Context: an optimization exercise on an open-source flow, tuned for small area, a short achievable clock period and few clock cycles per item. The choices shown serve that exercise and are no tape-out recipe. Function was checked by simulation only, so behaviour that the tests miss may differ from the original. Power is estimated from default activity; no workload was simulated.

<file path="flow/flow/run.sh">
#!/bin/bash
# The standard layout, with the port buffers made of sky130_fd_sc_hd__buf_2
# instead of the delay buffers buffer_ports picks by default, and clock tree
# synthesis without dummy loads. The full output of the flow goes to
# standard.log in the work folder; ORFS's own per-step logs are under
# orfs/logs/.
set -euo pipefail
bash standard.sh 'BUFFER_PORTS_ARGS=-buffer_cell sky130_fd_sc_hd__buf_2' \
  'CTS_ARGS=-sink_clustering_enable -repair_clock_nets -sink_clustering_size 16 -sink_clustering_max_diameter 50 -buf_list sky130_fd_sc_hd__clkbuf_8 -dont_use_dummy_load' \
  finish > standard.log 2>&1
</file>
<file path="flow/standard.sh">
#!/bin/bash
# synth_recipe.tcl (not shown) runs the flow's synth.tcl, then flattens the netlist and writes it again
# the make line also repeats each setting of config.mk as NAME=value (left out here)
make -C /OpenROAD-flow-scripts/flow DESIGN_CONFIG=/design/flow/config.mk WORK_HOME=/design/flow/orfs CLKGATE_MAP_FILE= SYNTH_SCRIPT=/design/flow/synth_recipe.tcl "${@:-finish}"
</file>
<file path="flow/config.mk">
export PLATFORM = sky130hd
export DESIGN_NAME = skive_enc
export DESIGN_NICKNAME = skive_enc
export VERILOG_FILES = /design/flow/design.v
export SDC_FILE = /design/flow/constraint.sdc
export NUM_CORES = 4
export LEC_CHECK = 0
export ABC_AREA = 1
export CAP_MARGIN = 0
export CORE_MARGIN = 2
export CORE_UTILIZATION = 55
export CTS_BUF_LIST = sky130_fd_sc_hd__clkbuf_8
export CTS_CLUSTER_DIAMETER = 50
export CTS_CLUSTER_SIZE = 16
export SLEW_MARGIN = 0
</file>
<file path="flow/constraint.sdc">
create_clock -name core_clock -period 110.0 [get_ports {clk}]
set_input_delay 22.0000 -clock core_clock [delete_from_list [all_inputs] [get_ports {clk}]]
set_output_delay 22.0000 -clock core_clock [all_outputs]
set_load 0.01 [all_outputs]
</file>
<file path="flow/design.v">
module skive_enc (
    input  wire        clk,
    input  wire        rst,           
    input  wire        in_valid,
    output reg         in_ready,
    input  wire [31:0] in_data,       
    input  wire [1:0]  in_fmt,        
    input  wire        in_last,       
    output reg         out_valid,
    input  wire        out_ready,
    output reg  [7:0]  out_mant,      
    output wire [15:0] out_hdr,       
    output reg         out_last,      
    output reg         out_err        
);
    localparam [1:0] FMT_B8 = 2'd0, FMT_B6 = 2'd1;
    localparam integer EW = 24;       
    localparam integer RD = 65;       
    localparam integer RW = RD - 1;   
    localparam integer RL = RD + 1;   
    reg  [EW*RL-1:0] ring;
    wire [EW-1:0]    head = ring[EW-1:0];           
    wire [EW-1:0]    wpos = ring[EW*RW +: EW];      
    reg  [6:0]  wdel;         
    reg  [6:0]  rdel;         
    reg  [6:0]  cnt;          
    reg  [5:0]  wcnt;         
    reg  [1:0]  wfmt;
    reg         wpad;         
    reg         wpok;         
    wire        wr_el   = in_valid && in_ready;
    wire        wr      = wpok || wr_el;
    wire [1:0]  wfmt_n  = (wcnt == 6'd0) ? in_fmt : wfmt;
    wire        wend    = (wcnt == ((wfmt_n == FMT_B8) ? 6'd31 : 6'd63));    
    wire [7:0]  in_e  = in_data[30:23];
    wire [5:0]  in_ec = (in_e == 8'hFF) ? 6'd63 : (in_e > 8'd149) ? 6'd53 :
                        (in_e > 8'd101) ? {~in_e[5], in_e[4:0]} :
                        (in_e == 8'd0) ? 6'd0 : 6'd5;
    wire [EW-1:0] in_ent = {in_data[31], in_ec, in_data[22:7], |in_data[6:0]};
    wire [EW-1:0] wdata  = wpad ? {EW{1'b0}} : in_ent;
    reg         nw, nfirst, nlast;
    reg  [1:0]  nfmt;
    reg  [15:0] hkey;         
    reg         hnan;
    wire [5:0]  a_c  = wpos[22:17];
    wire [15:0] a_f  = wpos[16:1];
    wire        a_nan = (a_c == 6'd63) && (wpos[16:0] != 17'd0);
    wire [5:0]  s_tb = a_c - 6'd6 + ((a_f[15:9] == 7'h7F) ? 6'd1 : 6'd0);
    wire [5:0]  b8_tb = (a_c < 6'd15) ? 6'd9 : (a_c > 6'd45) ? 6'd40 :
                        (s_tb > 6'd40) ? 6'd40 : s_tb;
    wire        a_b6  = (nfmt == FMT_B6);
    wire [17:0] a_sig = {1'b1, wpos[16:0]};
    wire        big31 = (a_sig[17:13] == 5'b11111);
    wire        big7  = (a_sig[17:15] == 3'b111);
    wire        a_big = a_b6 ? big31 : big7;
    wire [4:0]  r31_0 = big31 ? {1'b0, a_sig[17:14]} : a_sig[17:13];
    wire [10:0] x31   = big31 ? a_sig[13:3] : a_sig[12:2];
    wire        l31   = big31 ? |a_sig[2:0] : |a_sig[1:0];
    wire [2:0]  r7_0  = big7 ? {1'b0, a_sig[17:16]} : a_sig[17:15];
    wire [10:0] x7    = big7 ? a_sig[15:5] : a_sig[14:4];
    wire        l7    = big7 ? |a_sig[4:0] : |a_sig[3:0];
    reg  [10:0] m31, m7;
    reg  [4:0]  r31;
    reg  [2:0]  r7;
    reg  [5:0]  v31;
    reg  [3:0]  v7;
    integer ai;
    always @* begin
        r31 = r31_0;
        r7  = r7_0;
        for (ai = 10; ai >= 0; ai = ai - 1) begin
            v31 = {r31, x31[ai]};
            m31[ai] = v31[5] || (&v31[4:0]);
            r31 = v31[4:0] ^ ({&v31[3:0], &v31[2:0], &v31[1:0], v31[0], 1'b1} & {5{m31[ai]}});
            v7 = {r7, x7[ai]};
            m7[ai] = v7[3] || (&v7[2:0]);
            r7 = v7[2:0] ^ ({&v7[1:0], v7[0], 1'b1} & {3{m7[ai]}});
        end
    end
    wire [10:0] a_m  = a_b6 ? m31 : m7;
    wire        a_st = a_b6 ? (l31 || r31 != 5'd0) : (l7 || r7 != 3'd0);
    wire signed [9:0] d_exp = $signed({4'd0, a_c}) - 10'sd21 + (a_b6 ? 10'sd0 : 10'sd2)
                            + (a_big ? 10'sd1 : 10'sd0);
    wire [9:0]  d_sr  = 10'd1 - d_exp;
    wire [3:0]  d_sh  = d_exp[9] ? ((d_sr > 10'd11) ? 4'd11 : d_sr[3:0]) :
                        (d_exp == 10'sd0) ? 4'd1 : 4'd0;    
    wire [11:0] d_one = 12'd1 << d_sh;
    wire [11:0] d_mt  = {1'b0, a_m} & ~(d_one - 12'd1);      
    wire        d_inc = a_st || ({1'b0, a_m} != d_mt);
    wire [11:0] d_mi  = d_mt + (d_inc ? d_one : 12'd0);      
    wire        d_cy  = d_mi[11];
    wire [5:0]  d_tb  = d_exp[5:0] + 6'd16 + {5'd0, d_cy};
    reg  [15:0] sc_key;
    always @* begin
        if (a_c == 6'd0)
            sc_key = (wpos[16:0] == 17'd0) ? 16'd0 : {6'd7, 10'd0};      
        else if (a_c == 6'd63 || d_exp > 10'sd30 || (d_exp == 10'sd30 && d_cy))
            sc_key = {6'd46, 10'h3FF};                                   
        else if (d_sh == 4'd11)
            sc_key = {6'd7, 10'd0};                                      
        else
            sc_key = {d_tb, d_cy ? 10'd0 : d_mi[9:0]};
    end
    wire [15:0] e_key  = a_nan ? 16'd0 : (nfmt == FMT_B8) ? {b8_tb, 10'd0} : sc_key;
    wire [15:0] hbase  = nfirst ? 16'd0 : hkey;
    wire [15:0] hkey_n = (e_key > hbase) ? e_key : hbase;
    wire        hnan_n = (!nfirst && hnan) || a_nan;
    reg  [17:0] q0, q1;       
    reg  [1:0]  qn;
    wire        hpush = nw && nlast;
    wire [17:0] hq    = {hnan_n ? 6'h3F : hkey_n[15:10], hkey_n[9:0], nfmt};
    reg  [5:0]  rj;           
    reg  [1:0]  cfmt;
    reg  [5:0]  ctb;
    reg  [9:0]  cdsig;
    reg         rdok;         
    wire        bfirst = (rj == 6'd0);
    wire [1:0]  b_fmt  = bfirst ? q0[1:0]   : cfmt;
    wire [5:0]  b_tb   = bfirst ? q0[17:12] : ctb;
    wire        b_nan  = (b_tb == 6'h3F);
    wire [10:0] dsig   = {1'b1, bfirst ? q0[11:2] : cdsig};
    wire        b_end  = (rj == ((b_fmt == FMT_B8) ? 6'd31 : 6'd63));
    wire [5:0]  q_tb   = q0[17:12];
    wire [7:0]  q_s    = {2'b00, q_tb} - 8'd25;
    wire [5:0]  q_dsh  = 6'd17 - q_tb;                       
    wire [10:0] q_sub  = {1'b1, q0[11:2]} >> q_dsh[3:0];
    wire [5:0]  q_ef   = q_tb - 6'd16;
    wire [15:0] q_hdr  = (q0[1:0] == FMT_B8) ? {8'h00, q_s} :
                         (q_tb == 6'd0)      ? 16'h0000 :
                         (q_tb > 6'd16)      ? {1'b0, q_ef[4:0], q0[11:2]} :
                                               {6'd0, q_sub[9:0]};
    reg  [14:0] hdr_r;        
    assign out_hdr = {1'b0, hdr_r};
    wire [15:0] b_hdr  = bfirst ? q_hdr : out_hdr;
    wire        silent = !bfirst && (ctb == 6'h3F);
    wire        rd     = rdok && (silent || !out_valid || out_ready);
    wire        x_s = head[23];
    wire [5:0]  x_c = head[22:17];
    wire [16:0] x_v = {1'b1, head[16:1]};
    wire        x_t = head[0];
    wire        is_b8 = (b_fmt == FMT_B8);
    wire [6:0]  qlim  = is_b8 ? 7'd127 : (b_fmt == FMT_B6) ? 7'd31 : 7'd7;
    wire signed [7:0] tt = $signed({2'b00, x_c}) - $signed({2'b00, b_tb});
    reg  [6:0]  dq;
    reg  [11:0] dr;
    reg  [12:0] dd;
    integer yi;
    always @* begin
        dr = {2'b00, x_v[16:7]};
        for (yi = 6; yi >= 0; yi = yi - 1) begin
            dr = {dr[10:0], x_v[yi]};
            dd = {1'b0, dr} - {2'b00, dsig};
            dq[yi] = !dd[12];
            if (!dd[12]) dr = dd[11:0];
        end
    end
    wire [7:0]  y8   = {dq, is_b8 & dr[9]};
    wire        yrz  = (dr[8:0] != 9'd0) || (!is_b8 && dr[11:9] != 3'd0);
    wire [2:0]  zsh  = 3'd6 - tt[2:0];            
    wire [7:0]  zf   = y8 >> zsh;
    wire        zlost = (y8 & ~(8'hFF << zsh)) != 8'd0;
    wire        zst  = zlost || yrz || x_t;
    wire [6:0]  m0   = zf[7:1];
    wire        up   = zf[0] & (zst | m0[0]);
    wire        zero = (x_c == 6'd0) || (tt <= -8'sd2);
    wire        sat  = (x_c == 6'd63) || (tt >= 8'sd7) || (m0 > qlim) || (m0 == qlim && up);
    wire [7:0]  mrs  = ({1'b0, m0} ^ {8{x_s}}) + {7'd0, x_s ^ up};
    wire [7:0]  qls  = x_s ? (8'd0 - {1'b0, qlim}) : {1'b0, qlim};
    wire [7:0]  mant = zero ? 8'd0 : sat ? qls : mrs;
    reg         pop;          
    wire [6:0]  cnt_up = cnt + 7'd1;
    wire [6:0]  cnt_dn = cnt - 7'd1;
    wire [6:0]  cnt_n  = (wr == rd) ? cnt : wr ? cnt_up : cnt_dn;
    wire [6:0]  wdel_d = (wdel == 7'd0) ? (RL[6:0] - 7'd1) : (wdel - 7'd1);
    wire [6:0]  rdel_d = (rdel == 7'd0) ? (RL[6:0] - 7'd1) : (rdel - 7'd1);
    wire [6:0]  wdel_n = (cnt == 7'd0) ? 7'd0 : (wr ? wdel : wdel_d);
    wire [6:0]  rdel_n = (cnt == 7'd0) ? (wr ? RD[6:0] - 7'd1 : RD[6:0]) : (rd ? rdel : rdel_d);
    wire        wpad_n = wr ? (!wend && (wpad || (wr_el && in_last))) : wpad;
    wire        waln_n = (wr || cnt == 7'd0 || wdel == 7'd1) &&
                         !(!rd && (cnt == RL[6:0] || (wr && cnt == RL[6:0] - 7'd1)));
    wire        cnz_n  = wr ? 1'b1 : (cnt > 7'd1 || (cnt == 7'd1 && !rd));
    wire        raln_n = (cnt != 7'd0) && (rd || rdel == 7'd1);
    wire        rjz_n  = rd ? b_end : bfirst;
    wire        qnz_n  = hpush || qn == 2'd2 || (qn == 2'd1 && !pop);
    always @(posedge clk) begin
        ring <= {head, ring[EW*RL-1:EW]};
        if (in_ready || wpok)
            ring[EW*RW +: EW] <= wdata;
    end
    always @(posedge clk) begin
        if (nw) begin
            hkey <= hkey_n;
            hnan <= hnan_n;
        end
        if (in_ready || wpok) begin
            wfmt   <= wfmt_n;
            nfirst <= (wcnt == 6'd0);
            nlast  <= wend;
            nfmt   <= wfmt_n;
        end
        if (bfirst) begin
            cfmt  <= q0[1:0];
            ctb   <= q0[17:12];
            cdsig <= q0[11:2];
        end
        if (pop ? (qn == 2'd2) : (hpush && qn != 2'd0))
            q1 <= hq;
        if (pop ? (qn == 2'd2 || hpush) : (hpush && qn == 2'd0))
            q0 <= (pop && qn == 2'd2) ? q1 : hq;
        if (rd && !silent) begin
            out_mant <= b_nan ? 8'd0 : mant;
            hdr_r    <= b_nan ? 15'd0 : b_hdr[14:0];
            out_last <= b_nan || b_end;
            out_err  <= b_nan;
        end
    end
    always @(posedge clk) begin
        if (rst) begin
            wdel      <= 7'd0;
            rdel      <= RD[6:0];
            cnt       <= 7'd0;
            wcnt      <= 6'd0;
            wpad      <= 1'b0;
            wpok      <= 1'b0;
            in_ready  <= 1'b1;
            nw        <= 1'b0;
            qn        <= 2'd0;
            pop       <= 1'b0;
            rj        <= 6'd0;
            rdok      <= 1'b0;
            out_valid <= 1'b0;
        end else begin
            cnt  <= cnt_n;
            wdel <= wdel_n;
            rdel <= rdel_n;
            wpad <= wpad_n;
            in_ready <= waln_n && !wpad_n;
            wpok     <= waln_n && wpad_n;
            nw <= wr;
            if (wr)
                wcnt <= wend ? 6'd0 : wcnt + 6'd1;
            qn <= qn + {1'b0, hpush} - {1'b0, pop};
            pop <= rd && bfirst;
            if (rd)
                rj <= b_end ? 6'd0 : rj + 6'd1;
            rdok <= raln_n && cnz_n && (!rjz_n || qnz_n);
            if (rd && !silent)
                out_valid <= 1'b1;
            else if (out_ready)
                out_valid <= 1'b0;
        end
    end
endmodule
</file>
==> results by group, run 1 <==
Placement
  – Hpwl dp: 48700 um
  – Cell Area, Placed: 0.0490 mm2
  – Dpl cells: 5041
  – Post-Place Setup Slack: 86060 ps
  – Placer Congestion: 0.876
  – IO Port Bufs: 65

Power
  – Register share of total power: 0.481
  – P_int: 1060 uW
  – Combinational share of power: 0.343
  – Peak supply drop: 0.0283 mV
  – PwrDens: 31.7 mW/mm2
  – NetSw: 551 uW
  – Clock Power Share: 0.176
  – P_leak: 0.0221 uW
  – Net Sw Frac: 0.341

Final layout
  – Nets: 4252
  – Area growth from synthesis to layout: 7.64%
  – Non-filler cells, final: 5182
  – Fin area: 0.0509 mm2
  – Share of cells above drive strength 1: 0.0820

Timing
  – Sum of negative setup slack: 0 ps
  – Fin crit share: 0.212
  – Final WS setup: 86690 ps
  – Fmax: 42.9 MHz
  – RSZ-0062 raised after global routing: false
  – Rel. slew slack: 0.216
  – Worst clock skew: 111 ps
  – Final setup vio count: 0
  – Hold Vio Cnt, Final: 0
  – Crit path time final: 23310 ps
  – Final Slew Violations: 0
  – Worst Tran Pin Value: 1170 ps

Floorplanning
  – Row count: 107
  – Die width: 297 um
  – Floorplan core area: 0.0851 mm2
  – Initial core utilization: 0.556
  – IO Count: 67
  – Die Y: 297 um
  – Die footprint: 0.0884 mm2

Clock tree
  – Cts hold-fix bufs: 0
  – # clock sinks: 1726
  – Clk Latency, worst-skew pair: 820 ps
  – Cts bufs inserted: 139
  – Post-CTS Setup Inserts: 0
  – Clk Tree Root Cell: clkbuf_8
  – CTS clk-pin slew, worst paths: 90 ps
  – CTS Buffer Depth: 3
  – CTS resizes: 0
  – CTS tree: done
  – H-tree level count: 4

Worst setup path
  – Reg-to-Reg Start: rj[0]$_SDFFE_PP0P_
  – Crit path max-delay cell type: edfxtp_1
  – Worst path cell trace: buf_2
  – Crit path launch: hdr_r[13]$_SDFFCE_PP0P_
  – CP delay by family, top: flip-flops
  – Worst-path fanout max: 1
  – CP bufs+invs: 1
  – Required @ worst endpoint: 88000 ps
  – Crit end category: primary output
  – CP Launch Type: flip-flop
  – Crit path DAT: 1310 ps
  – Slowest stage delay, CP: 390 ps
  – CP Class: reg2out

Synth
  – Post-synthesis sequential area ratio: 0.748
  – Cell area after synthesis: 0.0473 mm2
  – Top post-synthesis cells by area: dfxtp_1 70%, edfxtp_1 5.2%, ha_1 4.4%, nand2_1 4.0%, inv_1 2.7%
  – Top_reg_cell synth: dfxtp_1
  – Synth Warn #: 1
  – Yosys top cell area share: 0.696
  – Flops & latches, synth: 1726
  – Post-synth EDFFs: 82
  – Ys async rst share: 0
  – Avg Inst Size Synth: 12.3 um2
  – Post-synthesis cell type count: 70
  – Cell taking the most area after synthesis: dfxtp_1
  – Cell count after synthesis: 3861

Detailed routing
  – First-pass DRT Iterations: 6
  – Iter 0 DRT Violations: 1249
  – Total wire length: 70900 um
  – Final ANT Viol Nets: 0
  – Wire length per cell: 13.7 um
  – DR DRC count: 0
  – Vias per cell: 4.70
  – Via count: 24.4k

Global route
  – Largest net degree at the start of global routing: 29
  – Number of global-route vias before repair: 23.2k
  – First-pass GRT wire length: 117000 um
  – Grt ovf: 0
  – Global-route usage over all layers: 0.164
  – Initial antenna violation count: 4

Hold path
  – Min-Delay Path Class: reg2reg
  – Worst hold start: ring[52]$_DFF_P_

Status
  – Status: complete, no violations

Run
  – Max-cap viol count: 0
-- through the flow --
step,hold slack (ps),util,power [uW]
5_1_grt,270,0.598,1760
4_1_cts,269,0.598,1630
6_report,273,0.598,1610
2_1_floorplan,310,-,1220
3_3_place_gp,310,0.575,1330
3_5_place_dp,312,0.575,1340
-- kinds of logic after synthesis --
| logic type | count (synthesis) | share of synthesized area |
|---|---|---|
| muxes | 4 | 0.000873 |
| xor gates and xnor gates | 122 | 0.0226 |
| adders and majority gates | 175 | 0.0479 |
| other | 2 | 0.000159 |
| AOI/OAI and AO/OA | 506 | 0.0627 |
| buffers and inverters | 406 | 0.0327 |
| and+or+nand+nor | 920 | 0.0852 |
| DFF | 1726 | 0.748 |
-- registers in the layout, summed over array words and instances (netlist names), 6 cells and up --
name,cells
q1,18
rj,6
rdel,7
ctb,6
cnt,7
ring,1584
out_mant,8
hkey,16
cdsig,10
hdr_r,15
wcnt,6
wdel,7
q0,18
-- cell usage in the layout (no fill, tap or decap), drive strengths merged, types with 82 or more instances in the layout --
cell type | netlist | layout
a21oi | 142 | 142
buf | 9 | 82
clkbuf | 38 | 139
dfxtp | 1644 | 1644
edfxtp | 82 | 82
ha | 165 | 165
inv | 353 | 353
nand2 | 534 | 534
nand3 | 110 | 110
nor2 | 162 | 162
o21ai | 235 | 235
-- power by group through the flow --
stage,clock network [uW],logic [uW],registers (uW)
global route,322,646,787
global placement,0,544,791
detailed placement,0,550,791
floorplan,0,446,776
finish,285,554,776
CTS,300,554,779
-- cell type report --
cell class	count	area [um2]
diodes	2	5.00
clock buffers	139	1910
fillers	7005	34200
inverters	359	1350
multi-input cells	1730	10400
flip-flops and latches	1726	35400
well taps	1144	1430
repair buffers	82	453
-- worst paths after layout --
check,endpoint,slack (ps),cells after the start
setup reg to reg,out_mant[4]$_SDFFCE_PP0P_,88920,118
hold reg to reg,ring[28]$_DFF_P_,270,0
setup / recovery,out_hdr[13],86690,1
hold / removal,ring[28]$_DFF_P_,270,0
-- cells in the mapped netlist, drive strengths merged, types with 2 or more instances --
master   instances
o22ai            7
or2             28
a31oi            7
fa              10
o31ai           12
and3             2
xnor2           50
o21a             2
nand3          110
a211oi           2
conb             2
a21o             9
o21bai          30
mux2i            3
xor2            72
edfxtp          82
nand2          534
a32oi            5
dfxtp         1644
o211ai           7
inv            353
nor4            13
ha             165
o221ai           8
o2111ai          5
nand4           29
o21ai          235
a21boi           7
a21oi          142
a22o            19
nor3b            2
buf              9
and2             4
nor3            32
nand3b           3
clkinv           6
nor2           162
clkbuf          38
-- metal layers --
layer,track usage,vias to the layer above,part of all wire
li1,-,12700,-
met1,0.245,11100,0.53
met2,0.234,415,0.40
met3,0.0364,116,0.048
met4,0.0604,0,0.025
met5,0,-,0
Testbench counts, summed over its fixed seeds: cycles 170,928, items 3,200.
==> inputs of run 2 (changes only) <==
--- a/flow/config.mk
+++ b/flow/config.mk
@@ -6,10 +6,10 @@
 export NUM_CORES = 4
 export LEC_CHECK = 0
 export ABC_AREA = 1
-export CAP_MARGIN = 0
+export CAP_MARGIN = 20
 export CORE_MARGIN = 2
 export CORE_UTILIZATION = 55
 export CTS_BUF_LIST = sky130_fd_sc_hd__clkbuf_8
 export CTS_CLUSTER_DIAMETER = 50
 export CTS_CLUSTER_SIZE = 16
-export SLEW_MARGIN = 0
+export SLEW_MARGIN = 20
==> run 2 against run 1 <==
  * Critical path type unchanged
  * Count of clock-buffer cells in the layout unchanged
  * Still clean
  * Core utilization about the same
  * Total power about the same
==> results by group, run 2 <==
Timing
  – Final setup vio count: 0
  – Fmax: 42.9 MHz
  – Crit path time final: 23310 ps
  – Hold Vio Cnt, Final: 0
  – Worst Tran Pin Value: 967 ps
  – Sum of negative setup slack: 0 ps
  – Worst clock skew: 110 ps
  – Worst hold margin: 272 ps
  – Fin crit share: 0.212
  – Final Slew Violations: 0
  – Rel. slew slack: 0.355
  – RSZ-0062 raised after global routing: false

Clock tree
  – Cts bufs inserted: 139
  – H-tree level count: 4
  – # clock sinks: 1726
  – Clk Tree Root Cell: clkbuf_8
  – Clk Latency, worst-skew pair: 820 ps
  – CTS Buffer Depth: 3
  – CTS clk-pin slew, worst paths: 90 ps
  – CTS resizes: 0
  – CTS tree: done
  – Post-CTS Setup Inserts: 0
  – Cts hold-fix bufs: 0

Worst setup path
  – Crit path max-delay cell type: edfxtp_1
  – Worst-path fanout max: 1
  – Required @ worst endpoint: 88000 ps
  – Setup crit end: out_hdr[13]
  – Reg-to-Reg Start: rj[0]$_SDFFE_PP0P_
  – CP delay by family, top: flip-flops
  – R2R setup slack: 88930 ps
  – Worst R2R End: out_mant[4]$_SDFFCE_PP0P_
  – Worst path cell trace: buf_2
  – Stages on the worst setup path: 1
  – Crit path DAT: 1310 ps
  – CP Class: reg2out
  – Crit path launch: hdr_r[13]$_SDFFCE_PP0P_
  – Worst reg2reg path depth: 118
  – CP bufs+invs: 1
  – CP Launch Type: flip-flop
  – Slowest stage delay, CP: 390 ps
  – Crit end category: primary output

Final layout
  – Area growth from synthesis to layout: 7.66%
  – Largest Register: ring
  – Share of cells above drive strength 1: 0.0820
  – Max reg flops: 1584
  – Nets: 4252
  – Largest regs: ring x1584, q0 x18, q1 x18
  – Commonest non-fill, non-tap cell in the layout: dfxtp_1
  – Finished Core Util: 0.598
  – Most frequent cells in the layout: 1644 x dfxtp_1, 500 x nand2_1, 336 x inv_1

Floorplanning
  – Die footprint: 0.0884 mm2
  – Die width: 297 um
  – IO Count: 67
  – Row count: 107
  – Initial core utilization: 0.556
  – Floorplan core area: 0.0851 mm2
  – Die Y: 297 um

Placement
  – Hpwl dp: 48700 um
  – IO Port Bufs: 65
  – Placer Congestion: 0.876

Synth
  – Top post-synthesis cells by area: dfxtp_1 70%, edfxtp_1 5.2%, ha_1 4.4%, nand2_1 4.0%, inv_1 2.7%
  – Top_reg_cell synth: dfxtp_1
  – Ys async rst share: 0
  – Synth Warn #: 1
  – Cell taking the most area after synthesis: dfxtp_1
  – Most common cell in the netlist: dfxtp_1
  – Cell area after synthesis: 0.0473 mm2
  – Post-synthesis sequential area ratio: 0.748
  – Most common library cells after synthesis: 1644 x dfxtp_1, 500 x nand2_1, 336 x inv_1, 203 x o21ai_0, 165 x ha_1
  – Post-synth EDFFs: 82
  – Flops & latches, synth: 1726
  – Avg Inst Size Synth: 12.3 um2
  – Yosys top cell area share: 0.696
  – Cell count after synthesis: 3861
  – Post-synthesis cell type count: 70

Global route
  – Number of global-route vias before repair: 23.2k
  – First-pass GRT wire length: 117000 um
  – Global-route usage over all layers: 0.164
  – Largest net degree at the start of global routing: 29
  – Grt ovf: 0
  – Initial antenna violation count: 4

Hold path
  – Min-Delay Path Class: reg2reg

Power
  – NetSw: 551 uW
  – P_int: 1060 uW
  – P_leak: 0.0221 uW
  – PwrDens: 31.7 mW/mm2
  – Combinational share of power: 0.343
  – Peak supply drop: 0.0283 mV
  – Net Sw Frac: 0.341
  – Clock Power Share: 0.176
  – Register share of total power: 0.481

Detailed routing
  – Total wire length: 70800 um
  – DR DRC count: 0
  – Final ANT Viol Nets: 0
  – First-pass DRT Iterations: 6
  – Wire length per cell: 13.7 um
  – Vias per cell: 4.70
  – Iter 0 DRT Violations: 1229
  – Via count: 24.4k

Run
  – Max-cap viol count: 0

Status
  – Status: complete, no violations
run 2: cell counts after synthesis:
No cell type changed its count.
run 2: worst min path at each step:
stage	from	end	depth (start not counted)
floorplan	ring[24]$_DFF_P_	ring[0]$_DFF_P_	0
global route	ring[527]$_DFF_P_	ring[503]$_DFF_P_	0
CTS	ring[52]$_DFF_P_	ring[28]$_DFF_P_	0
finish	ring[52]$_DFF_P_	ring[28]$_DFF_P_	0
global placement	ring[104]$_DFF_P_	ring[80]$_DFF_P_	0
detailed placement	ring[1268]$_DFF_P_	ring[1244]$_DFF_P_	0
run 2: layer usage:
metal / wire length [um] / vias up / track usage
met5: 0 / - / 0
met4: 1820 / 0 / 0.0604
met3: 3340 / 124 / 0.0364
met2: 28200 / 391 / 0.234
met1: 37500 / 11200 / 0.245
li1: - / 12700 / -
run 2: area by class of cell:
class / count / area (um2)
diodes: 2 / 5.00
clock buffers: 139 / 1910
fillers: 7005 / 34200
inverters: 359 / 1350
multi-input cells: 1730 / 10400
flip-flops and latches: 1726 / 35400
well taps: 1144 / 1430
repair buffers: 82 / 453
run 2: cell families (layout without fill, tap and decap cells):
| family | after synthesis | in the layout | synth area share |
|---|---|---|---|
| xor+xnor | 122 | 122 | 0.0226 |
| fa+ha+maj | 175 | 175 | 0.0479 |
| simple gates | 920 | 920 | 0.0852 |
| compound gates | 506 | 506 | 0.0627 |
| buf+inv | 406 | 580 | 0.0327 |
| other cells | 2 | 5 | 0.000159 |
| flops | 1726 | 1726 | 0.748 |
| mux | 4 | 4 | 0.000873 |
run 2: through the flow:
| stage | setup WS (ps) | total power, uW | cells | instance area [um2] |
|---|---|---|---|---|
| after floorplan | 86730 | 1220 | 3862 | 47300 |
| after global placement | 86110 | 1330 | 5041 | 49000 |
| after detailed placement | 86060 | 1340 | 5041 | 49000 |
| after CTS | 86580 | 1630 | 5180 | 50900 |
| after global routing | 86270 | 1760 | 5181 | 50900 |
| final | 86690 | 1610 | 5182 | 50900 |
run 2: power groups by stage:
| stage | sequential (uW) | clock (uW) | combinational, uW |
|---|---|---|---|
| floorplan | 776 | 0 | 446 |
| global placement | 791 | 0 | 544 |
| detailed placement | 791 | 0 | 550 |
| CTS | 779 | 300 | 554 |
| global route | 787 | 322 | 646 |
| finish | 776 | 285 | 554 |
==> inputs of run 3 (changes only) <==
--- a/flow/config.mk
+++ b/flow/config.mk
@@ -12,4 +12,6 @@
 export CTS_BUF_LIST = sky130_fd_sc_hd__clkbuf_8
 export CTS_CLUSTER_DIAMETER = 50
 export CTS_CLUSTER_SIZE = 16
+export GPL_ROUTABILITY_DRIVEN = 0
+export GPL_TIMING_DRIVEN = 0
 export SLEW_MARGIN = 20
==> run 3 against run 2 <==
  * Via count grew 0.76%
  * Core utilization grew 0.11 points
  * Global-route usage shrank 0.088 points
  * Critical path depth is the same
  * Setup slack lost 21 ps
  * Total power grew 0.51%
  * Final cell count grew 0.64%
  * Still clean on timing, DRC and antenna
  * Sequential power is essentially flat
  * Routed wire length is essentially flat
  * Largest cell class unchanged
==> results by group, run 3 <==
Timing
  – Hold Vio Cnt, Final: 0
  – Final setup vio count: 0
  – Worst hold margin: 252 ps
  – Worst Tran Pin Value: 1040 ps
  – Crit path time final: 23330 ps
  – Final Slew Violations: 0
  – Worst clock skew: 100 ps
  – Sum of negative setup slack: 0 ps
  – Fin crit share: 0.212
  – Rel. slew slack: 0.304
  – RSZ-0062 raised after global routing: false
  – Fmax: 42.9 MHz

Worst setup path
  – Slowest stage delay, CP: 410 ps
  – Crit path max-delay cell type: edfxtp_1
  – Crit path launch: out_err$_DFFE_PP_
  – Setup crit end: out_err
  – CP bufs+invs: 1
  – Crit path DAT: 1330 ps
  – Worst-path fanout max: 1
  – CP Launch Type: flip-flop
  – CP delay by family, top: flip-flops
  – Required @ worst endpoint: 88000 ps
  – Stages on the worst setup path: 1
  – R2R setup slack: 86900 ps
  – CP Class: reg2out
  – Reg-to-Reg Start: rj[0]$_SDFFE_PP0P_
  – Worst R2R End: out_mant[4]$_SDFFCE_PP0P_
  – Worst path cell trace: buf_2
  – Worst reg2reg path depth: 121
  – Crit end category: primary output

Power
  – P_leak: 0.0222 uW
  – Combinational share of power: 0.346
  – Net Sw Frac: 0.343
  – NetSw: 556 uW
  – PwrDens: 31.8 mW/mm2
  – P_int: 1070 uW
  – Overall power: 1620 uW
  – Peak supply drop: 0.0266 mV
  – Register share of total power: 0.477
  – Clock Power Share: 0.177

Synth
  – Cell count after synthesis: 3861
  – Flops & latches, synth: 1726
  – Ys async rst share: 0
  – Yosys top cell area share: 0.696
  – Cell area after synthesis: 0.0473 mm2
  – Most common cell in the netlist: dfxtp_1
  – Avg Inst Size Synth: 12.3 um2
  – Cell taking the most area after synthesis: dfxtp_1
  – Post-synthesis sequential area ratio: 0.748
  – Post-synth EDFFs: 82
  – Top post-synthesis cells by area: dfxtp_1 70%, edfxtp_1 5.2%, ha_1 4.4%, nand2_1 4.0%, inv_1 2.7%
  – Post-synthesis cell type count: 70
  – Synth Warn #: 1
  – Most common library cells after synthesis: 1644 x dfxtp_1, 500 x nand2_1, 336 x inv_1, 203 x o21ai_0, 165 x ha_1
  – Top_reg_cell synth: dfxtp_1

Final layout
  – Largest Register: ring
  – Area growth from synthesis to layout: 7.85%
  – Largest regs: ring x1584, q0 x18, q1 x18
  – Most frequent cells in the layout: 1644 x dfxtp_1, 500 x nand2_1, 336 x inv_1
  – Max reg flops: 1584
  – Nets: 4284
  – Commonest non-fill, non-tap cell in the layout: dfxtp_1
  – Share of cells above drive strength 1: 0.0796

Floorplanning
  – Initial core utilization: 0.556
  – IO Count: 67
  – Die Y: 297 um
  – Die width: 297 um
  – Row count: 107
  – Die footprint: 0.0884 mm2
  – Floorplan core area: 0.0851 mm2

Status
  – Status: complete, no violations

Global route
  – Initial antenna violation count: 8
  – Number of global-route vias before repair: 23.3k
  – Global-route usage over all layers: 0.163
  – Largest net degree at the start of global routing: 19
  – Grt ovf: 0
  – First-pass GRT wire length: 116000 um

Detailed routing
  – Via count: 24.6k
  – Final ANT Viol Nets: 0
  – Iter 0 DRT Violations: 1400
  – DR DRC count: 0
  – Total wire length: 70800 um
  – First-pass DRT Iterations: 5
  – Vias per cell: 4.71
  – Wire length per cell: 13.6 um

Clock tree
  – Cts bufs inserted: 139
  – CTS Buffer Depth: 3
  – Clk Latency, worst-skew pair: 820 ps
  – Clk Tree Root Cell: clkbuf_8
  – Post-CTS Setup Inserts: 0
  – # clock sinks: 1726
  – CTS tree: done
  – Cts hold-fix bufs: 0
  – CTS clk-pin slew, worst paths: 90 ps
  – H-tree level count: 4
  – CTS resizes: 0

Placement
  – Hpwl dp: 48800 um
  – IO Port Bufs: 65

Run
  – Max-cap viol count: 0

Hold path
  – Worst hold start: ring[340]$_DFF_P_
  – Min-Delay Path Class: reg2reg
-- run 3: cell type report --
type                    instances  area, um2
diodes                          3       7.51
plain buffers                  47        201
clock buffers                 139       1910
fillers                      6973      34100
inverters                     359       1350
multi-input cells            1730      10400
flip-flops and latches       1726      35400
well taps                    1144       1430
repair buffers                 67        348
-- run 3: worst min path at each step --
stage	endpoint	cells past startpoint
finish	ring[316]$_DFF_P_	0
global route	ring[244]$_DFF_P_	0
CTS	ring[244]$_DFF_P_	0
detailed placement	ring[1181]$_DFF_P_	0
global placement	ring[210]$_DFF_P_	0
floorplan	ring[0]$_DFF_P_	0
-- run 3: layer usage --
layer,track usage,up-vias,share of wire,wire [um]
met4,0.0624,0,0.027,1940
li1,-,12800,-,-
met1,0.242,11200,0.52,37100
met3,0.0370,148,0.053,3780
met2,0.232,426,0.40,28000
met5,0,-,0,0
-- run 3: power groups by stage --
stage | Clock [uW] | Sequential, uW | Combinational [uW]
after global placement | 0 | 788 | 550
final | 287 | 775 | 561
after CTS | 300 | 777 | 561
after floorplan | 0 | 776 | 446
after detailed placement | 0 | 789 | 557
after global routing | 323 | 786 | 650
-- run 3: metrics by stage --
| step | utilization | worst slack (ps) | instances | cell area, um2 |
|---|---|---|---|---|
| detailed placement | 0.577 | 86120 | 5073 | 49100 |
| CTS | 0.599 | 86570 | 5212 | 51000 |
| global placement | 0.576 | 86130 | 5071 | 49100 |
| finish | 0.599 | 86670 | 5215 | 51000 |
| global route | 0.599 | 84250 | 5214 | 51000 |
| floorplan | - | 86730 | 3862 | 47300 |
-- run 3: logic make-up after synthesis --
| kind of cell | after synthesis | share of synthesized area |
|---|---|---|
| flip-flops | 1726 | 0.748 |
| AND/OR/NAND/NOR | 920 | 0.0852 |
| AO/OA/AOI/OAI | 506 | 0.0627 |
| buffers and inverters | 406 | 0.0327 |
| adder cells (fa/ha/maj) | 175 | 0.0479 |
| XOR/XNOR | 122 | 0.0226 |
| multiplexers | 4 | 0.000873 |
| other | 2 | 0.000159 |

[static timing again, ports no longer ideal]
In the flow no input, the clock included, has a driving cell. The finished layouts below were timed again as built, in two steps.
Step 1, drivers: a clkbuf_16 drives clk and a buf_2 each remaining input, both assumed.
Step 2, shift: input delay + t, output delay - t, t = (earliest + latest rising clock arrival at the registers) / 2. This alone moves slack from input paths to output paths.
Slacks: ideal ports / drivers / drivers and shift; pairs: ideal ports / drivers.
| run | shift t [ns] | setup slack, ns | hold WS [ns] | worst register clock-pin slew, ns |
|---|---|---|---|---|
| run 1 | 0.835 | 86.689 / 86.624 / 86.017 | 0.273 / 0.273 / 0.273 | 0.09 / 0.09 |
| run 2 | 0.832 | 86.694 / 86.630 / 86.035 | 0.272 / 0.272 / 0.272 | 0.09 / 0.09 |
| run 3 | 0.839 | 86.673 / 86.608 / 86.063 | 0.252 / 0.252 / 0.252 | 0.10 / 0.10 |
After both steps every run listed still meets setup and hold. The setup slack of run 1, which loses most, moves by -0.065 ns with the drivers and by -0.672 ns with both steps.
